This design comes from an exercise in tuning for small area, a short achievable clock period and few clock cycles per item on the open sky130 flow, not from production work.
Function was checked by simulation only, so behaviour that the tests miss may differ from the original.

## flow/run.sh

```bash
#!/bin/bash
# synth_recipe.tcl (not shown) runs the flow's synth.tcl, then flattens the netlist and writes it again
# the make line also repeats each setting of config.mk as NAME=value (left out here)
make -C /OpenROAD-flow-scripts/flow DESIGN_CONFIG=/design/flow/config.mk WORK_HOME=/design/flow/orfs CLKGATE_MAP_FILE= SYNTH_SCRIPT=/design/flow/synth_recipe.tcl finish
```

## flow/config.mk

```make
export PLATFORM = sky130hd
export DESIGN_NAME = tally_digest
export DESIGN_NICKNAME = tally_digest
export VERILOG_FILES = /design/flow/design.v
export SDC_FILE = /design/flow/constraint.sdc
export NUM_CORES = 4
export LEC_CHECK = 0
export CAP_MARGIN = 20
export CORE_MARGIN = 2
export CORE_UTILIZATION = 40
export SLEW_MARGIN = 20
```

## flow/constraint.sdc

```tcl
create_clock -name core_clock -period 12.0 [get_ports {clk}]
set_input_delay 2.4000 -clock core_clock [delete_from_list [all_inputs] [get_ports {clk}]]
set_output_delay 2.4000 -clock core_clock [all_outputs]
set_load 0.01 [all_outputs]
```

## flow/design.v

```verilog
module tally_digest (
    input  wire         clk,
    input  wire         rst,           
    input  wire         in_valid,
    output wire         in_ready,
    input  wire [63:0]  in_data,
    input  wire [7:0]   in_len,
    output wire         out_valid,
    input  wire         out_ready,
    output wire [127:0] out_digest
);
    localparam [1:0] S_IDLE  = 2'd0,    
                     S_LOAD  = 2'd1,    
                     S_ROUND = 2'd2,    
                     S_OUT   = 2'd3;    
    reg  [1:0]  state;
    reg  [7:0]  len;           
    reg  [1:0]  blk;           
    reg  [2:0]  widx;          
    reg  [6:0]  rnd;           
    reg  [31:0] w [0:15];      
    reg  [31:0] a, b, c, d, e, f, g, h;
    reg  [31:0] h0, h1, h2, h3, h4, h5, h6, h7;
    function [31:0] rotr(input [31:0] x, input integer n);
        rotr = (x >> n) | (x << (32 - n));
    endfunction
    function [31:0] bsig0(input [31:0] x);
        bsig0 = rotr(x, 2) ^ rotr(x, 13) ^ rotr(x, 22);
    endfunction
    function [31:0] bsig1(input [31:0] x);
        bsig1 = rotr(x, 6) ^ rotr(x, 11) ^ rotr(x, 25);
    endfunction
    function [31:0] ssig0(input [31:0] x);
        ssig0 = rotr(x, 7) ^ rotr(x, 18) ^ (x >> 3);
    endfunction
    function [31:0] ssig1(input [31:0] x);
        ssig1 = rotr(x, 17) ^ rotr(x, 19) ^ (x >> 10);
    endfunction
    reg  [31:0] k_t;
    always @(*) begin
        case (rnd[5:0])
            6'd0:  k_t = 32'h428a2f98;  6'd1:  k_t = 32'h71374491;
            6'd2:  k_t = 32'hb5c0fbcf;  6'd3:  k_t = 32'he9b5dba5;
            6'd4:  k_t = 32'h3956c25b;  6'd5:  k_t = 32'h59f111f1;
            6'd6:  k_t = 32'h923f82a4;  6'd7:  k_t = 32'hab1c5ed5;
            6'd8:  k_t = 32'hd807aa98;  6'd9:  k_t = 32'h12835b01;
            6'd10: k_t = 32'h243185be;  6'd11: k_t = 32'h550c7dc3;
            6'd12: k_t = 32'h72be5d74;  6'd13: k_t = 32'h80deb1fe;
            6'd14: k_t = 32'h9bdc06a7;  6'd15: k_t = 32'hc19bf174;
            6'd16: k_t = 32'he49b69c1;  6'd17: k_t = 32'hefbe4786;
            6'd18: k_t = 32'h0fc19dc6;  6'd19: k_t = 32'h240ca1cc;
            6'd20: k_t = 32'h2de92c6f;  6'd21: k_t = 32'h4a7484aa;
            6'd22: k_t = 32'h5cb0a9dc;  6'd23: k_t = 32'h76f988da;
            6'd24: k_t = 32'h983e5152;  6'd25: k_t = 32'ha831c66d;
            6'd26: k_t = 32'hb00327c8;  6'd27: k_t = 32'hbf597fc7;
            6'd28: k_t = 32'hc6e00bf3;  6'd29: k_t = 32'hd5a79147;
            6'd30: k_t = 32'h06ca6351;  6'd31: k_t = 32'h14292967;
            6'd32: k_t = 32'h27b70a85;  6'd33: k_t = 32'h2e1b2138;
            6'd34: k_t = 32'h4d2c6dfc;  6'd35: k_t = 32'h53380d13;
            6'd36: k_t = 32'h650a7354;  6'd37: k_t = 32'h766a0abb;
            6'd38: k_t = 32'h81c2c92e;  6'd39: k_t = 32'h92722c85;
            6'd40: k_t = 32'ha2bfe8a1;  6'd41: k_t = 32'ha81a664b;
            6'd42: k_t = 32'hc24b8b70;  6'd43: k_t = 32'hc76c51a3;
            6'd44: k_t = 32'hd192e819;  6'd45: k_t = 32'hd6990624;
            6'd46: k_t = 32'hf40e3585;  6'd47: k_t = 32'h106aa070;
            6'd48: k_t = 32'h19a4c116;  6'd49: k_t = 32'h1e376c08;
            6'd50: k_t = 32'h2748774c;  6'd51: k_t = 32'h34b0bcb5;
            6'd52: k_t = 32'h391c0cb3;  6'd53: k_t = 32'h4ed8aa4a;
            6'd54: k_t = 32'h5b9cca4f;  6'd55: k_t = 32'h682e6ff3;
            6'd56: k_t = 32'h748f82ee;  6'd57: k_t = 32'h78a5636f;
            6'd58: k_t = 32'h84c87814;  6'd59: k_t = 32'h8cc70208;
            6'd60: k_t = 32'h90befffa;  6'd61: k_t = 32'ha4506ceb;
            6'd62: k_t = 32'hbef9a3f7;  default: k_t = 32'hc67178f2;
        endcase
    end
    function [63:0] pad_word(input [63:0] data, input [7:0] n, input [4:0] gw);
        reg [8:0]  pos;
        reg [2:0]  nblk;
        integer    i;
        begin
            nblk = (({1'b0, n} + 9'd72) >> 6);
            if (gw == {nblk - 3'd1, 3'd7}) begin
                pad_word = {48'd0, 5'd0, n, 3'd0};
            end else begin
                for (i = 0; i < 8; i = i + 1) begin
                    pos = {1'b0, gw, 3'd0} + i;
                    if (pos < {1'b0, n})
                        pad_word[63 - 8*i -: 8] = data[63 - 8*i -: 8];
                    else if (pos == {1'b0, n})
                        pad_word[63 - 8*i -: 8] = 8'h80;
                    else
                        pad_word[63 - 8*i -: 8] = 8'h00;
                end
            end
        end
    endfunction
    wire [7:0]  cur_len   = (state == S_IDLE) ? in_len : len;
    wire [4:0]  gword     = {blk, widx};
    wire        need_in   = ({gword, 3'd0} < {3'd0, cur_len});
    wire [2:0]  nblocks   = (({1'b0, len} + 9'd72) >> 6);
    wire        last_blk  = ({1'b0, blk} == nblocks - 3'd1);
    assign in_ready   = (state == S_IDLE) || (state == S_LOAD && need_in);
    assign out_valid  = (state == S_OUT);
    assign out_digest = {h0, h1, h2, h3};
    wire        load_now  = (state == S_IDLE && in_valid) ||
                            (state == S_LOAD && (!need_in || in_valid));
    wire [63:0] new_word  = pad_word(in_data, cur_len, gword);
    wire [31:0] t1    = h + bsig1(e) + ((e & f) ^ (~e & g)) + k_t + w[0];
    wire [31:0] t2    = bsig0(a) + ((a & b) ^ (a & c) ^ (b & c));
    wire [31:0] w_new = ssig1(w[14]) + w[9] + ssig0(w[1]) + w[0];
    integer k;
    always @(posedge clk) begin
        if (rst) begin
            state <= S_IDLE;
            blk   <= 2'd0;
            widx  <= 3'd0;
            rnd   <= 7'd0;
        end else begin
            case (state)
                S_IDLE: begin
                    if (in_valid) begin
                        len  <= in_len;
                        h0 <= 32'h6a09e667; h1 <= 32'hbb67ae85;
                        h2 <= 32'h3c6ef372; h3 <= 32'ha54ff53a;
                        h4 <= 32'h510e527f; h5 <= 32'h9b05688c;
                        h6 <= 32'h1f83d9ab; h7 <= 32'h5be0cd19;
                        w[0] <= new_word[63:32];
                        w[1] <= new_word[31:0];
                        blk  <= 2'd0;
                        widx <= 3'd1;
                        state <= S_LOAD;
                    end
                end
                S_LOAD: begin
                    if (load_now) begin
                        w[{widx, 1'b0}] <= new_word[63:32];
                        w[{widx, 1'b1}] <= new_word[31:0];
                        widx <= widx + 3'd1;
                        if (widx == 3'd7) begin
                            a <= h0; b <= h1; c <= h2; d <= h3;
                            e <= h4; f <= h5; g <= h6; h <= h7;
                            rnd   <= 7'd0;
                            state <= S_ROUND;
                        end
                    end
                end
                S_ROUND: begin
                    if (rnd == 7'd64) begin
                        h0 <= h0 + a; h1 <= h1 + b; h2 <= h2 + c; h3 <= h3 + d;
                        h4 <= h4 + e; h5 <= h5 + f; h6 <= h6 + g; h7 <= h7 + h;
                        if (last_blk) begin
                            blk   <= 2'd0;
                            state <= S_OUT;
                        end else begin
                            blk   <= blk + 2'd1;
                            widx  <= 3'd0;
                            state <= S_LOAD;
                        end
                    end else begin
                        h <= g; g <= f; f <= e; e <= d + t1;
                        d <= c; c <= b; b <= a; a <= t1 + t2;
                        for (k = 0; k < 15; k = k + 1)
                            w[k] <= w[k + 1];
                        w[15] <= w_new;
                        rnd <= rnd + 7'd1;
                    end
                end
                S_OUT: begin
                    if (out_ready)
                        state <= S_IDLE;
                end
            endcase
        end
    end
endmodule
```

==> notes.md <==
==> stage by stage <==
stage | std cells | util [%] | setup WS (ns)
finish | 9294 | 45.1 | 3.06
CTS | 9291 | 45.1 | 3.13
global route | 9292 | 45.1 | 2.59
detailed placement | 9055 | 42.7 | 3.18
floorplan | 6739 | - | 1.18
global placement | 9055 | 42.7 | 3.27
==> path summary, 6_finish.rpt <==
check | start | to | slack (ns) | cells past startpoint
hold reg to reg | w[2][39] | w[2][7] | 0.51 | 2
hold / removal | w[2][39] | w[2][7] | 0.51 | 2
setup reg to reg | e[26] | a[31] | 3.06 | 32
setup / recovery | e[26] | a[31] | 3.06 | 32
==> cell families after synthesis <==
| kind of cell | synth area share (%) |
|---|---|
| AO/OA/AOI/OAI | 16.0 |
| XOR/XNOR | 6.89 |
| adder cells (fa/ha/maj) | 12.8 |
| buffers and inverters | 4.02 |
| flip-flops | 45.1 |
| multiplexers | 4.56 |
| AND/OR/NAND/NOR | 10.7 |
==> cell usage in the layout, fill, tap and decap left out, types with 88 or more instances in the layout <==
cell type,instances
a21o_1,335
a21oi_1,359
clkbuf_16,137
clkdlybuf4s50_1,205
edfxtp_1,1032
fa_1,195
ha_1,406
inv_1,445
mux2_2,264
nand2_1,760
nand3_1,88
nor2_1,409
o21ai_0,560
xnor2_1,354
xor2_1,200
==> layer usage <==
metal | track usage [%] | part of all wire (%) | vias to the layer above | wire (um)
met3 | 3.09 | 5.4 | 361 | 12200
met2 | 40.8 | 48 | 1762 | 109000
li1 | - | - | 24400 | -
met4 | 9.31 | 3.9 | 0 | 8910
met1 | 33.0 | 43 | 26200 | 97800
met5 | 0 | 0 | - | 0
==> worst min-delay path, delay by kind of cell (launching register included) <==
family | cells | cell delay, ns
DFF | 1 | 0.32
AOI/OAI and AO/OA | 1 | 0.07
and+or+nand+nor | 1 | 0.04
==> registers in the layout, summed over array words and instances (netlist names), 7 cells and up <==
name  flops
e        32
h7       32
h4       32
b        32
f        32
rnd       7
h3       32
h5       32
c        32
h2       32
k_t      32
w       512
h        32
h1       32
d        32
h6       32
h0       32
g        32
a        32
len       8
==> cell type report <==
class                      instances  area share [%]
clock inverter                    73           0.733
antenna                            2         0.00631
inverter                         450            2.14
multi-input combinational       4927            45.5
sequential                      1078            40.2
clock buffer                     163            4.47
tap                             2340            3.69
timing repair buffer             261            3.20
==> results.ini <==
[global_routing]
grt-ovfl-total = 0
grt_use_total_pct = 24.7
grt_pass1_wl_um = 335000
grt_pass1_vias = 51300
grt_antenna_before_repair = 2
grt_max_degree = 175

[sta]
tns_ns = 0
slew_violations = 0
hold_ws_ns = 0.510
relSlewSlack_pct = 15.1
post-route-period-util_pct = 74.5
rsz0062_at_grt = false
hold_viol_final = 0
worst_pin_slew_ns = 1.27
period_needed_ns = 8.94
setup-violations-final = 0
max_freq_mhz = 112
skew_ns = 0.0391

[yosys]
synth_area_um2 = 70800
synth_top_area_share_pct = 43.8
ys_seq_elements = 1078
synth.top_cells.by_count = edfxtp_1, nand2_1, o21ai_0
ys_types = 111
yosysMostFrequentCell = edfxtp_1
synthFlopType = edfxtp_1
synthCells = 6739
synth_top_cell_by_area = edfxtp_1
synth_edf_count = 1032
async_flop_share_pct = 0
syn_nets = 7417
yosysSeqAreaShare_pct = 45.1
synth_area_per_cell_um2 = 10.5
netlist_top_cells_area = edfxtp_1, ha_1, fa_1, xnor2_1, mux2_2
yosys_warnings = 1

[setup_path]
slowest_delay_ns = 0.60
crit_top_cell = fa_1
arrival_ns = 9.42
cp_data_required_time_ns = 12.48
cp-end-kind = flop
critPathSlowestCell = o41ai_1
path_buf_inv = 4
worstPathMaxFanout = 6
crit_path_start_kind = flop
cp_top_family = adder cells
critical_path_class = reg2reg

[die]
die_h_um = 425
io_pins = 206
die_area_um2 = 180000
num_rows = 154
start_util_pct = 40.2
fp.dieW_um = 425
core_region_area_um2 = 176000

[placement]
placed_cell_area_um2 = 75200
place.gp.congestion = 0.960
dpl.hpwl_um = 168000
port_buffers = 205

[routing]
dr_total_vias = 52800
wl_per_cell_um = 24.5
ant_nets = 0
route.detailed.drc = 0
drtIter0Drc = 5211
vias_per_cell = 5.68
routed_wl_um = 228000
dr.pass1.iters = 5

[clocking]
post-cts-setup-buffers = 0
cts.repair.resized = 0
clockBufferDepth = 3
cts_root_buf = clkbuf_16
numClockSinks = 1078
cts_tree = yes
htree_num_levels = 4
clock_latency_ns = 0.79
hold_buffers = 0
cts_made_buffers = 131
clkTransAtPathRegs_ns = 0.07

[flow_run]
drv_cap = 0

[cells_and_area]
fin_area_um2 = 79300
register_area_um2 = 31900
finalNetCount = 7527
drive_above_1_share_pct = 8.64
areaGrowthSynthToFinish_pct = 12.1
final.fill_count = 16600
multi_input_area_um2 = 36100

[worst_hold_path]
holdCritPathClass = reg2reg

[outcome]
status = complete, no violations

Testbench counts, summed over its fixed seeds: cycles 361,818, items 1,920.

## static timing again, ports no longer ideal
The flow's constraints put no driver on any port. The routed layout listed below was extracted and timed again, unchanged, in two steps. Step 1 assumes that a clkbuf_16 drives the clock port and a buf_2 every other input. Step 2 adds t to the input delays and takes it off the output delays; t is the mean of the earliest and latest rising clock arrival at the registers after step 1. Input paths then give back, and output paths get back, about the clock's delay inside the block. a / b / c = ideal / step 1 / step 2; a / b = the first two.
t (ns): 0.861
setup WS [ns]: 3.061 / 3.061 / 3.061
worst hold slack (ns): 0.510 / 0.510 / 0.510
latest minus earliest clock arrival (ns): 0.041 / 0.042
After both steps this run still meets setup and hold. For this run, drivers alone change the setup slack by 0.000 ns; drivers and shift together by 0.000 ns.
